This is an optimization exercise on Yosys and OpenROAD, whose aim is small area, a short achievable clock period and few clock cycles, not a production implementation.
RTL that was checked went through simulation tests only; none was proved equivalent to the original.
No activity file was given, so power comes from the tool's default toggle rates.

Design crc_units, start of the top module:
module crc_units (
    input  wire        clk,
    input  wire        rst,
    input  wire        req,
    input  wire        we,
    input  wire [7:0]  addr,      
    input  wire [31:0] wdata,
    output wire        ready,
    output reg  [31:0] rdata,     
    input  wire [4:0]  bound
);
Size in the first run: about 2,700 cells after synthesis, roughly 370 flip-flops, about 82 I/O pins.
==> flow/config.mk <==
export PLATFORM = sky130hd
export DESIGN_NAME = crc_units
export DESIGN_NICKNAME = crc_units
export VERILOG_FILES = /design/flow/design.v
export SDC_FILE = /design/flow/constraint.sdc
export NUM_CORES = 4
export LEC_CHECK = 0
export CAP_MARGIN = 20
export CORE_MARGIN = 2
export CORE_UTILIZATION = 50
export CTS_BUF_LIST = sky130_fd_sc_hd__clkbuf_8
export CTS_CLUSTER_SIZE = 30
export SETUP_SLACK_MARGIN = 2.2
export SLEW_MARGIN = 20
export TNS_END_PERCENT = 10
==> flow/constraint.sdc <==
create_clock -name core_clock -period 7.0 [get_ports {clk}]
set_input_delay 1.4000 -clock core_clock [delete_from_list [all_inputs] [get_ports {clk}]]
set_output_delay 1.4000 -clock core_clock [all_outputs]
set_load 0.01 [all_outputs]
standard.sh (not shown) runs the stock make flow with config.mk's settings and CLKGATE_MAP_FILE= SYNTH_SCRIPT=/design/flow/synth_recipe.tcl, a recipe that flattens the netlist after the stock synthesis.
==> flow/flow/run.sh <==
#!/bin/bash
# The standard layout, with the port buffers made from plain buffers
# (buffer_ports -buffer_cell) and timing repair free to change a cell's
# footprint when it sizes it.
set -euo pipefail
export BUFFER_PORTS_ARGS="-buffer_cell sky130_fd_sc_hd__buf_2"
bash standard.sh MATCH_CELL_FOOTPRINT=0 finish > standard_flow.log 2>&1
The baseline went through all stages and came out clean.
Testbench counts at the start, summed over its fixed seeds: cycles 25,557.
Then changed:
--- a/flow/config.mk
+++ b/flow/config.mk
@@ -9,3 +9,3 @@
 export CORE_MARGIN = 2
-export CORE_UTILIZATION = 50
+export CORE_UTILIZATION = 55
 export CTS_BUF_LIST = sky130_fd_sc_hd__clkbuf_8
Outcome: The new run passed the timing, DRC and antenna checks. Sequential power barely changes. Utilization rose by 6.2 points. Die area fell by 8.9%. Wire length falls by 3.8%. Synthesized cell count does not change. Worst setup slack loses 41 ps. Non-clock buffer count came out higher by 19. Clock power climbs by about 3%. First-iteration DRC count rises by 21%. Power goes up by 1.4%.
Then changed:
--- a/flow/config.mk
+++ b/flow/config.mk
@@ -9,6 +9,6 @@
 export CORE_MARGIN = 2
-export CORE_UTILIZATION = 55
+export CORE_UTILIZATION = 50
 export CTS_BUF_LIST = sky130_fd_sc_hd__clkbuf_8
 export CTS_CLUSTER_SIZE = 30
-export SETUP_SLACK_MARGIN = 2.2
+export SETUP_SLACK_MARGIN = 3
 export SLEW_MARGIN = 20
=>
- clock power stays flat
- worst hold slack gets better by 4.9 ps
- non-clock buffer count goes up by 39
- die area rose by 9.8%
Then changed:
--- a/flow/config.mk
+++ b/flow/config.mk
@@ -9,3 +9,3 @@
 export CORE_MARGIN = 2
-export CORE_UTILIZATION = 50
+export CORE_UTILIZATION = 40
 export CTS_BUF_LIST = sky130_fd_sc_hd__clkbuf_8
=>
- The new run completed without violations
- design area goes up by 4.3%
- first-iteration DRC count falls by 14%
- clock power is higher by about 2%
Then changed:
--- a/flow/config.mk
+++ b/flow/config.mk
@@ -12,3 +12,3 @@
 export CTS_CLUSTER_SIZE = 30
-export SETUP_SLACK_MARGIN = 3
+export SETUP_SLACK_MARGIN = 2.2
 export SLEW_MARGIN = 20
The new run produced a clean layout.
Core utilization went down by 3.3 points.
Clock power went up by about 8%.
Setup slack degrades by 240 ps.
Total power went down by 2.7%.
Routed wire length went down by 6.3%.
Global-route usage went down by 2.6 points.
Worst hold slack stays flat.
Cell area went down by 6.8%.
Non-clock buffer count went down by 124.
Synthesized cell count stays the same.

* * *

crc_units, a different RTL version from the one above (not shown whole).
Size: roughly 3400 cells after synthesis, roughly 370 flip-flops, about 82 I/O pins, ~28000 µm² of cells after synthesis.
clock: 7.0 ns
lec_check: 0
cap_margin: 20
core_margin: 2
core_utilization: 40
setup_slack_margin: 2
slew_margin: 20
run.sh (not shown) runs the stock make flow with config.mk's settings and CLKGATE_MAP_FILE= SYNTH_SCRIPT=/design/flow/synth_recipe.tcl, a recipe that flattens the netlist after the stock synthesis.
Stock flow here: none of the scripts above is used.
Next try:
==> flow/flow/run.sh (new file) <==
#!/bin/bash
# The standard layout, with the port buffers made from plain buffers
# (buffer_ports -buffer_cell) so that timing repair can size them.
set -euo pipefail
export BUFFER_PORTS_ARGS="-buffer_cell sky130_fd_sc_hd__buf_2"
bash standard.sh > standard_flow.log 2>&1
==> flow/standard.sh (new file) <==
#!/bin/bash
# synth_recipe.tcl (not shown) runs the flow's synth.tcl, then flattens the netlist and writes it again
# the make line also repeats each setting of config.mk as NAME=value (left out here)
make -C /OpenROAD-flow-scripts/flow DESIGN_CONFIG=/design/flow/config.mk WORK_HOME=/design/flow/orfs CLKGATE_MAP_FILE= SYNTH_SCRIPT=/design/flow/synth_recipe.tcl "${@:-finish}"
Settings changed: SETUP_SLACK_MARGIN 2 to 3.
removed: flow/run.sh
=> The changed run passed the timing, DRC and antenna checks; routed wire length rose by 6.2%; setup slack improved by 0.20 ns; total power is higher by 8.4%; non-clock buffer count went up by 98; cell area increases by 9.1%; global-route usage goes up by 2.1 points; critical path depth stays the same.
No functional check of the RTL was part of any run of this note.

port drivers added, routing unchanged:
How much do the figures lean on ideal ports? The routed layouts below were timed once more, with nothing changed but the port constraints. Step 1: set_driving_cell puts a clkbuf_16 on clk and a buf_2 on each other input, an assumption about the parent block. Step 2 adds t to the input delays and takes it off the output delays; t is the mean of the earliest and latest rising clock arrival at the registers after step 1. Input paths then give back, and output paths get back, about the clock's delay inside the block. Slacks: ideal / step 1 / step 2; pairs: ideal / step 1.
run	shift t [ns]	slack for setup (ns)	worst slew at a driven data input, ns
the first run of note 1	0.727	2.044 / 1.991 / 1.456	0.07
the second run of note 1	0.730	2.003 / 1.959 / 1.296	0.12
the third run of note 1	0.748	2.350 / 2.200 / 1.644	0.16
the fourth run of note 1	0.737	2.349 / 2.295 / 1.819	0.14
the fifth run of note 1	0.734	2.105 / 2.079 / 1.425	0.11
the first run of note 2	0.653	1.940 / 1.873 / 1.398	0.11
the second run of note 2	0.675	2.141 / 2.059 / 2.059	0.20
After both steps every run listed still meets setup and hold. For the second run of note 1, which loses most, drivers alone change the setup slack by -0.044 ns; drivers and shift together by -0.707 ns.
